Context: an optimization exercise on an open-source flow, tuned for small area, a short achievable clock period and few clock cycles per item. The choices shown serve that exercise and are no tape-out recipe.
Function was checked by simulation only, so behaviour that the tests miss may differ from the original.

==> flow/design.v (excerpt) <==
module lce_loop (
    input  wire         clk,
    input  wire         rst,
    input  wire         start,
    input  wire         reinit,
    input  wire         load,
    input  wire [31:0]  load_val,
    input  wire [31:0]  y_in,
    input  wire [31:0]  sp_in,
    input  wire         sp_scaled,
    input  wire [31:0]  sp_gain,
    input  wire [4:0]   sp_shift,
    input  wire [31:0]  sp_offset,
    input  wire         ff_en,
    input  wire [31:0]  ff_x,
    input  wire [31:0]  ff_x0,
    input  wire [4:0]   ff_xs,
    input  wire [543:0] ff_y,
    input  wire [31:0]  kp,
    input  wire [31:0]  ki,
    input  wire [31:0]  kd,
    input  wire [31:0]  kf,
    input  wire [4:0]   sh_p,
    input  wire [4:0]   sh_i,
    input  wire [4:0]   sh_d,
    input  wire [4:0]   sh_f,
    input  wire         den,
    input  wire [31:0]  out_min,
    input  wire [31:0]  out_max,
    input  wire [31:0]  slew,
    input  wire [31:0]  i_min,
    input  wire [31:0]  i_max,
    output reg          done,
    output wire [31:0]  u_out,
    output wire [31:0]  i_out,
    output wire [31:0]  e_out,
    output wire [31:0]  sp_out,
    output wire         isat,
    output wire         osat,
    output wire         rsat
);
==> flow/config.mk <==
export PLATFORM = sky130hd
export DESIGN_NAME = lce_loop
export DESIGN_NICKNAME = lce_loop
export VERILOG_FILES = /design/flow/design.v
export SDC_FILE = /design/flow/constraint.sdc
export NUM_CORES = 4
export LEC_CHECK = 0
export CAP_MARGIN = 20
export CORE_MARGIN = 2
export CORE_UTILIZATION = 40
export SLEW_MARGIN = 20
==> flow/constraint.sdc <==
create_clock -name core_clock -period 38.0 [get_ports {clk}]
set_input_delay 7.6000 -clock core_clock [delete_from_list [all_inputs] [get_ports {clk}]]
set_output_delay 7.6000 -clock core_clock [all_outputs]
set_load 0.01 [all_outputs]
standard.sh (not shown) runs the stock make flow with config.mk's settings and CLKGATE_MAP_FILE= SYNTH_SCRIPT=/design/flow/synth_recipe.tcl, a recipe that flattens the netlist after the stock synthesis.
==> flow/flow/run.sh <==
#!/bin/bash
# The standard layout, with plain buf_1 cells (instead of the default delay
# buffers) as the port buffers that buffer_ports inserts on every port.
set -euo pipefail
cd "$(dirname "$0")/.."
bash standard.sh "BUFFER_PORTS_ARGS=-buffer_cell sky130_fd_sc_hd__buf_1" finish > standard.log 2>&1
Testbench counts at the start, summed over its fixed seeds: cycles 90,294, items 12,000.
Then changed:
--- a/flow/design.v
+++ b/flow/design.v
@@ -310,30 +310,53 @@
     wire        o_ltmin = lt34(sx(s_r), sx(omn));
     wire        o_gtmax = lt34(sx(omx), sx(s_r));
     wire        o_eqmin = (s_r == omn);
     wire        o_eqmax = (s_r == omx);
     wire        o_eqlim = (omn == omx);
     wire        o_ltl   = lt34(sx(s_r), sx(t_lo));
     wire        o_gth   = lt34(sx(t_hi), sx(s_r));
     wire        di_pos  = !x_q[31] && (x_q != 32'd0);
     wire        di_neg  = x_q[31];
     wire        i_hold  = ((o_gtmax || o_eqmax || o_eqlim) && di_pos) ||
                           ((o_ltmin || o_eqmin || o_eqlim) && di_neg);
     wire [34:0] iv_a    = ire_sel ? {u_r[31], sx(u_r)}  : {i_r[31], sx(i_r)};
-    wire [34:0] iv_b    = ire_sel ? ~{ylo[31], sx(ylo)} : {x_q[31], sx(x_q)};
-    wire [34:0] iv_c    = ire_sel ? ~{p_r[31], sx(p_r)} : 35'd0;
-    wire [34:0] iv_k    = ire_sel ? 35'd2 : 35'd0;
-    wire [34:0] in_sum  = iv_a + iv_b + iv_c + iv_k;
-    wire [34:0] in_dlo  = iv_a + iv_b + iv_c + iv_k - {imn[31], sx(imn)};
-    wire [34:0] in_dhi  = {imx[31], sx(imx)} - iv_a - iv_b - iv_c - iv_k;
+    wire [34:0] iv_c    = ire_sel ? ~{ylo[31], sx(ylo)} : 35'd0;
+    wire [34:0] iv_d    = ire_sel ? ~{p_r[31], sx(p_r)} : 35'd0;
+    wire [34:0] iv_q    = ire_sel ? 35'd0 : {x_q[31], sx(x_q)};
+    wire [34:0] iv_mn   = ~{imn[31], sx(imn)};                    
+    wire [34:0] iv_mx   = {imx[31], sx(imx)};
+    wire [34:0] v_s1    = iv_a ^ iv_c ^ iv_d;
+    wire [34:0] v_c1    = {(iv_a[33:0] & iv_c[33:0]) | (iv_a[33:0] & iv_d[33:0]) |
+                           (iv_c[33:0] & iv_d[33:0]), ire_sel};
+    wire [34:0] v_s2    = v_s1 ^ v_c1 ^ iv_q;
+    wire [34:0] v_c2    = {(v_s1[33:0] & v_c1[33:0]) | (v_s1[33:0] & iv_q[33:0]) |
+                           (v_c1[33:0] & iv_q[33:0]), ire_sel};
+    wire [34:0] in_sum  = v_s2 + v_c2;
+    wire [34:0] l_s1    = v_s1 ^ v_c1 ^ iv_mn;
+    wire [34:0] l_c1    = {(v_s1[33:0] & v_c1[33:0]) | (v_s1[33:0] & iv_mn[33:0]) |
+                           (v_c1[33:0] & iv_mn[33:0]), 1'b1};
+    wire [34:0] l_s2    = l_s1 ^ l_c1 ^ iv_q;
+    wire [34:0] l_c2    = {(l_s1[33:0] & l_c1[33:0]) | (l_s1[33:0] & iv_q[33:0]) |
+                           (l_c1[33:0] & iv_q[33:0]), ire_sel};
+    wire [34:0] in_dlo  = l_s2 + l_c2;
+    wire [34:0] w_s     = ~v_s1;                                   
+    wire [34:0] w_c     = ~v_c1;
+    wire [34:0] h_s1    = w_s ^ w_c ^ iv_mx;
+    wire [34:0] h_c1    = {(w_s[33:0] & w_c[33:0]) | (w_s[33:0] & iv_mx[33:0]) |
+                           (w_c[33:0] & iv_mx[33:0]), 1'b1};
+    wire [34:0] h_q     = ~iv_q;
+    wire [34:0] h_s2    = h_s1 ^ h_c1 ^ h_q;
+    wire [34:0] h_c2    = {(h_s1[33:0] & h_c1[33:0]) | (h_s1[33:0] & h_q[33:0]) |
+                           (h_c1[33:0] & h_q[33:0]), 1'b1};
+    wire [34:0] in_dhi  = h_s2 + h_c2 + {34'd0, !ire_sel};
     wire        in_lo   = in_dlo[34];
     wire        in_hi   = in_dhi[34];
     wire [31:0] in_val  = in_lo ? imn : in_hi ? imx : in_sum[31:0];
     wire [33:0] lo2    = sx(u_r) - sx(t_sl);
     wire [33:0] hi2    = sx(u_r) + sx(t_sl);
     wire        mn_gt_hi = lt34(hi2, sx(omn));
     wire        mn_lt_lo = lt34(sx(omn), lo2);
     wire        mx_lt_lo = lt34(sx(omx), lo2);
     wire        mx_gt_hi = lt34(hi2, sx(omx));
     wire [31:0] b_lo   = mn_gt_hi ? hi2[31:0] : mn_lt_lo ? lo2[31:0] : omn;
     wire [31:0] b_hi   = mx_lt_lo ? lo2[31:0] : mx_gt_hi ? hi2[31:0] : omx;
     reg  [32:0] nx_a, nx_b;
Outcome: Cell area goes up by 2.0%; setup slack gains 1.1 ns; die area climbs by 2.2%; via count came out higher by 0.66%; critical path depth goes down by 12; register-to-register slack improves by 1.1 ns; count of clock-buffer cells in the layout climbs by 4; hold slack hardly moves; sequential cell count stays the same; sequential share of layout area goes down by 0.39 points; fmax goes up by 10%.
Testbench counts after the change, summed over its fixed seeds: cycles 90,294, items 12,000.

========
## before
lce_loop, a different RTL version from the one above (not shown whole).
Size: roughly 13000 cells after synthesis, ~970 flip-flops, ~1200 I/O pins.
## lce_loop
module lce_loop (
    input  wire         clk,
    input  wire         rst,
    input  wire         start,
    input  wire         reinit,
    input  wire         load,
    input  wire [31:0]  load_val,
    input  wire [31:0]  y_in,
    input  wire [31:0]  sp_in,
    input  wire         sp_scaled,
    input  wire [31:0]  sp_gain,
    input  wire [4:0]   sp_shift,
    input  wire [31:0]  sp_offset,
    input  wire         ff_en,
    input  wire [31:0]  ff_x,
    input  wire [31:0]  ff_x0,
    input  wire [4:0]   ff_xs,
    input  wire [543:0] ff_y,
    input  wire [31:0]  kp,
    input  wire [31:0]  ki,
    input  wire [31:0]  kd,
    input  wire [31:0]  kf,
    input  wire [4:0]   sh_p,
    input  wire [4:0]   sh_i,
    input  wire [4:0]   sh_d,
    input  wire [4:0]   sh_f,
    input  wire         den,
    input  wire [31:0]  out_min,
    input  wire [31:0]  out_max,
    input  wire [31:0]  slew,
    input  wire [31:0]  i_min,
    input  wire [31:0]  i_max,
    output reg          done,
    output wire [31:0]  u_out,
    output wire [31:0]  i_out,
    output wire [31:0]  e_out,
    output wire [31:0]  sp_out,
    output wire         isat,
    output wire         osat,
    output wire         rsat
);
Settings: LEC_CHECK=0, CAP_MARGIN=20, CORE_MARGIN=2, CORE_UTILIZATION=40, SLEW_MARGIN=20; clock period 38.0 ns.
Scripts as last shown in full above: flow/flow/run.sh
before reached the end of the flow, and the finished layout is clean on the timing, design-rule and antenna checks.
Testbench counts of before, summed over its fixed seeds: cycles 90,294, items 12,000.
> inputs changed (before -> after)
--- a/flow/design.v
+++ b/flow/design.v
@@ -106,25 +106,24 @@
     reg  [31:0] u_r, i_r, e_r, sp_r, d_r, ep_r;
     reg         isat_r, osat_r, rsat_r;
     reg  [32:0] ma;         
     reg  [29:0] mbe;        
     reg  [18:0] mlo;        
     reg         mbw;        
     reg  [4:0]  msh;
     reg  [2:0]  mop;
     reg         mv;         
     reg         pass;       
     reg  [44:0] r1;         
     reg  [63:0] rp;         
-    reg         rp_sn;      
     reg  [3:0]  rsh_n;      
     reg  [3:0]  rsh;        
     reg  [2:0]  xop;        
     reg  [31:0] t_off;      
     reg  [31:0] t_y;        
     reg  [33:0] t_offy;     
     reg  [31:0] t_fx;       
     reg  [31:0] t_fx0;      
     reg  [4:0]  xs_r;
     reg  [31:0] t_sl;       
     reg  [31:0] t_lo;       
     reg  [31:0] t_hi;       
@@ -234,29 +233,29 @@
         end
         m_sum = m_sum + b_negs;
     end
     reg  [31:0] x_thr;      
     integer     ti;
     always @(*) begin
         for (ti = 0; ti < 32; ti = ti + 1)
             x_thr[ti] = (ti >= {1'b0, rsh});
     end
     wire [63:0] x_sh_a = $signed(rp) >>> rsh;
     wire [63:0] x_sh_b = $signed(rp) >>> (~rsh_n);
     wire [63:0] x_sh  = {x_sh_b[63:17], x_sh_a[16:0]};
-    wire [31:0] x_ovm = rp[62:31] ^ {32{~rp_sn}};
+    wire [31:0] x_ovm = rp[62:31] ^ {32{rp[63]}};
     wire        x_ov  = |(x_ovm & x_thr);
-    wire [31:0] x_q   = !x_ov ? x_sh[31:0] : (!rp_sn ? 32'h8000_0000 : 32'h7FFF_FFFF);
+    wire [31:0] x_q   = !x_ov ? x_sh[31:0] : (rp[63] ? 32'h8000_0000 : 32'h7FFF_FFFF);
     wire        x_ff  = (xop == OP_FF);
-    wire [33:0] x_t   = (x_ov && !x_ff) ? (!rp_sn ? 34'h3_8000_0000 : 34'h0_7FFF_FFFF) : x_sh[33:0];
+    wire [33:0] x_t   = (x_ov && !x_ff) ? (rp[63] ? 34'h3_8000_0000 : 34'h0_7FFF_FFFF) : x_sh[33:0];
     reg  [33:0] xa_b;
     always @(*) begin
         case (xop)
             OP_SP:   xa_b = sx(t_off);
             OP_RAW:  xa_b = ~sx(d_r);
             OP_DF:   xa_b = sx(d_r);
             default: xa_b = sx(ylo);
         endcase
     end
     wire [33:0] xa_s  = x_t + xa_b + {33'd0, (xop == OP_RAW)};
     wire        x_sp   = (xop == OP_SP);
     wire [33:0] spo_s  = xa_s;
@@ -443,26 +442,25 @@
             r1   <= m_sum[44:0];
             mbe  <= benc({1'b0, mlo});
             pass <= 1'b1;
         end else if (estall) begin
             sp_r   <= sp_val;
             e_r    <= e_val;
             eretry <= 1'b1;
         end else begin
             cnt  <= cnt + 4'd1;
             ire_q <= (cnt + 4'd1 == c_ire);
             pass <= 1'b0;
             if (mv) begin
-                rp    <= msh[4] ? {{16{m_sum[63]}}, m_sum[63:16]} : m_sum;
-                rp_sn <= ~m_sum[63];
+                rp  <= msh[4] ? {{16{m_sum[63]}}, m_sum[63:16]} : m_sum;
                 rsh   <= msh[3:0];
                 rsh_n <= ~msh[3:0];
                 xop <= mop;
             end else begin
                 xop <= OP_NONE;
             end
             mv <= (ld_op != OP_NONE);
             if (ld_op != OP_NONE) begin
                 ma  <= nx_a;
                 mbe <= nx_fit ? benc(nx_b[19:0]) : benc({{6{nx_b[32]}}, nx_b[32:19]});
                 mlo <= nx_b[18:0];
                 mbw <= !nx_fit;
==> comparison <==
- Between before and after, the adder and majority gate portion of the synthesized area figures differ only marginally.
- On core utilization of the finished layout, after and before are basically level.
- Against before, after reports a depth of the worst register-to-register path that is higher.
- Changes observed in after relative to before: number of iterations in the first detailed-routing pass higher; layout buffering overhead excluding clock cells shows no meaningful change; placed instance area lower; basic-gate share of the synthesized area counting and, or, nand and nor cells roughly the same.
- after | stages: all done | timing, DRC, antenna: all pass
- Run comparison: after timing endpoint of the critical path s_r[16]; before timing endpoint of the critical path ma[16]
- Compared with before, in after routed via count dropped 1.2%.
- When the final numbers for after and before were put side by side, the final area turned out to be greater in before.
- Status: starting utilization of the core area parity (before, after)
- The register area of before and that of after are within noise of each other.
Testbench counts of after, summed over its fixed seeds: cycles 90,294, items 12,000.

==> re-timing with driven ports <==
No port has a modelled driver above. Below, the same layouts with a new extraction and two added sets of constraints.
Step 1 (the two cells are an assumption about what drives the block):
set clk [get_ports {clk}]
set_driving_cell -lib_cell sky130_fd_sc_hd__clkbuf_16 $clk
set_driving_cell -lib_cell sky130_fd_sc_hd__buf_2 [delete_from_list [all_inputs] $clk]
Step 2 moves the port delays by t, midway between the first and last clock arrival at a register: inputs arrive t later, outputs are due t later. That takes back most of the time a late clock gives input paths.
Three values: ideal ports, drivers, drivers and shift; two values: the first two.
run	t (ns)	setup slack, ns	worst slew at a driven data input, ns	cell pins on the clock port's net
the first run of note 1	1.001	26.637 / 26.637 / 26.637	0.45	1
the second run of note 1	0.986	27.710 / 27.710 / 26.957	0.37	1
before	0.996	27.745 / 27.745 / 27.745	0.44	1
after	0.906	27.541 / 27.541 / 27.541	0.62	1
After both steps every run listed still meets setup and hold. The setup slack of the second run of note 1, which loses most, moves by 0.000 ns with the drivers and by -0.753 ns with both steps.
